This design comes from an exercise in tuning for small area, a short achievable clock period and few clock cycles per item on the open sky130 flow, not from production work. Only simulation tests tie the RTL to the original design; equivalence was not proved. No activity file was given, so power comes from the tool's default toggle rates.

==> inputs of build 87 <==
Design c1_ldpc_enc, start of the top module:
module c1_ldpc_enc (
    input  wire        clk,
    input  wire        rst,         
    input  wire        in_valid,
    output wire        in_ready,
    input  wire [31:0] in_data,
    output wire        out_valid,
    input  wire        out_ready,
    output wire [31:0] out_data
);
    reg  [255:0] A0, A1, A2, A3;
    reg  [8:0]   wc;       
    reg  [7:0]   ic;       
    reg          st_out;   
    reg  [7:0]   os;       
    reg          rec;      
    reg  [4:0]   ow;       
    reg          ov;       
    reg          rdy;      
    reg  [31:0]  oreg;
    reg          p0s;      
    reg          rs;       
    reg          match;    
    reg  [7:0]   ge;       
    reg          wrq0, wrqn;
    reg          sd;       
    reg  [3:0]   so, sw;   
    assign in_ready  = rdy;
    assign out_valid = ov;
    assign out_data  = oreg;
    wire in_fire = in_valid & rdy;
    wire ldp     = st_out & match;
    wire selb    = in_fire & (wc[2:0] == 3'd7);
    wire clr     = in_fire & (wc[8:3] == 6'd0);
    wire clr0    = in_fire & (wc[8:3] == 6'd1);    
    wire [3:0] ins = {4{in_fire}} & {wc[4:3] != 2'd3, wc[4:3] != 2'd2, wc[4:3] != 2'd1, wc[4:3] != 2'd0};
    wire lastr   = in_fire & (wc == 9'd511);    
    wire ld      = ldp & (~ov | out_ready);
    wire [31:0] din;
    genvar gi;
    generate for (gi = 0; gi < 32; gi = gi + 1) begin : g_din
        assign din[gi] = in_data[31-gi];
    end endgenerate
    wire [31:0] wv0;
    assign wv0[0] = (A0[0] & ~clr0) ^ (din[0] & ins[0]);
    assign wv0[1] = (A0[1] & ~clr0) ^ (din[1] & ins[0]);
    assign wv0[2] = (A0[2] & ~clr0) ^ (din[2] & ins[0]);
    assign wv0[3] = (A0[3] & ~clr0) ^ (din[3] & ins[0]);
  ...
export LEC_CHECK = 0
export CAP_MARGIN = 20
export CORE_MARGIN = 2
export CORE_UTILIZATION = 70
export CTS_CLUSTER_DIAMETER = 60
export CTS_CLUSTER_SIZE = 25
export PLACE_DENSITY = 0.75
export SLEW_MARGIN = 20
create_clock -name core_clock -period 10.0 [get_ports {clk}]
standard.sh (not shown) runs the stock make flow with config.mk's settings and CLKGATE_MAP_FILE= SYNTH_SCRIPT=/design/flow/synth_recipe.tcl, a recipe that flattens the netlist after the stock synthesis.
==> flow/flow/run.sh <==
#!/bin/bash
set -euo pipefail
export BUFFER_PORTS_ARGS="-buffer_cell sky130_fd_sc_hd__buf_4"
export SETUP_SLACK_MARGIN=6.8
bash standard.sh > standard.log 2>&1
==> trial 66 (differences from build 87) <==
==> flow/flow/run.sh (replaced) <==
#!/bin/bash
set -euo pipefail
export BUFFER_PORTS_ARGS="-buffer_cell sky130_fd_sc_hd__buf_4"
export SETUP_SLACK_MARGIN=7.0
bash standard.sh > standard.log 2>&1
==> comparison <==
In trial 66 the hold slack is lower than in build 87, by 0.00084 ns.
Register-to-register slack: build 87 is worse than trial 66 (0.02 ns).
Clock power is about the same in trial 66 and build 87.
Between trial 66 and build 87, the lower sequential power is in build 87 (gap about 0.7%, measured against build 87).
In sequential cell count, build 87 and trial 66 do not differ.
Die area is the same in trial 66 and build 87.
In build 87 the power is smaller than in trial 66, by 2.4%.
Between build 87 and trial 66, the lower non-clock buffer count is in build 87 (gap 39).
==> figures <==
|  | build 87 | trial 66 |
|---|---|---|
| Multi-input gates | 2,376 | 2,379 |
| Worst hold slack | 0.322 ns | 0.321 ns |
| P_comb | 2.27 mW | 2.50 mW |
| Proportion of cell area occupied by registers | 58.8% | 57.2% |
| CTS-repair resized insts | 37 | 98 |
| Switch share | 33.7% | 34.6% |
| Data arrival time of the critical path | 1.26 ns | 1.27 ns |
| Number of CTS-inserted buffers | 56 | 55 |
| Detailed router's first-iteration violation count | 3,895 | 4,554 |
| Outcome | finished clean | finished clean |
| # Post-CTS Setup Buffers | 4 | 26 |
| Setup Skew | 0.0314 ns | 0.0337 ns |
| Internal power component | 7.24 mW | 7.32 mW |
| Met2 track demand over resource | 66.2% | 72.7% |
| Met2 wire length | 54,400 microns | 59,700 microns |
| Length of routed wiring on met1 | 45,800 microns | 47,000 microns |
| Utilization after layout | 77.3% | 79.5% |
| Total power density per cell area | 267 nW/um^2 | 266 nW/um^2 |
Testbench counts of build 87, summed over its fixed seeds: cycles 25,848, rows 48.
Testbench counts of trial 66, summed over its fixed seeds: cycles 25,848, rows 48.

[static timing again, ports no longer ideal]
How much do the figures lean on ideal ports? The routed layouts below were timed once more, with nothing changed but the port constraints. Step 1: set_driving_cell puts a clkbuf_16 on clk and a buf_2 on each other input, an assumption about the parent block. Step 2 also shifts input and output timing later by t, the mid clock arrival at the registers, as if the neighbouring blocks saw the same clock. a / b / c = ideal ports / drivers / drivers and shift; a / b = the first two.
run	t, ns	setup WS [ns]	hold WS [ns]	worst setup path after step 2	worst data-port slew with drivers (ns)
build 87	0.710	6.744 / 6.683 / 6.094	0.322 / 0.322 / 0.322	input to register	0.07
trial 66	0.714	6.727 / 6.662 / 6.220	0.321 / 0.321 / 0.321	input to register	0.11
After both steps every run listed still meets setup and hold. The setup slack of build 87, which loses most, moves by -0.061 ns with the drivers and by -0.650 ns with both steps.
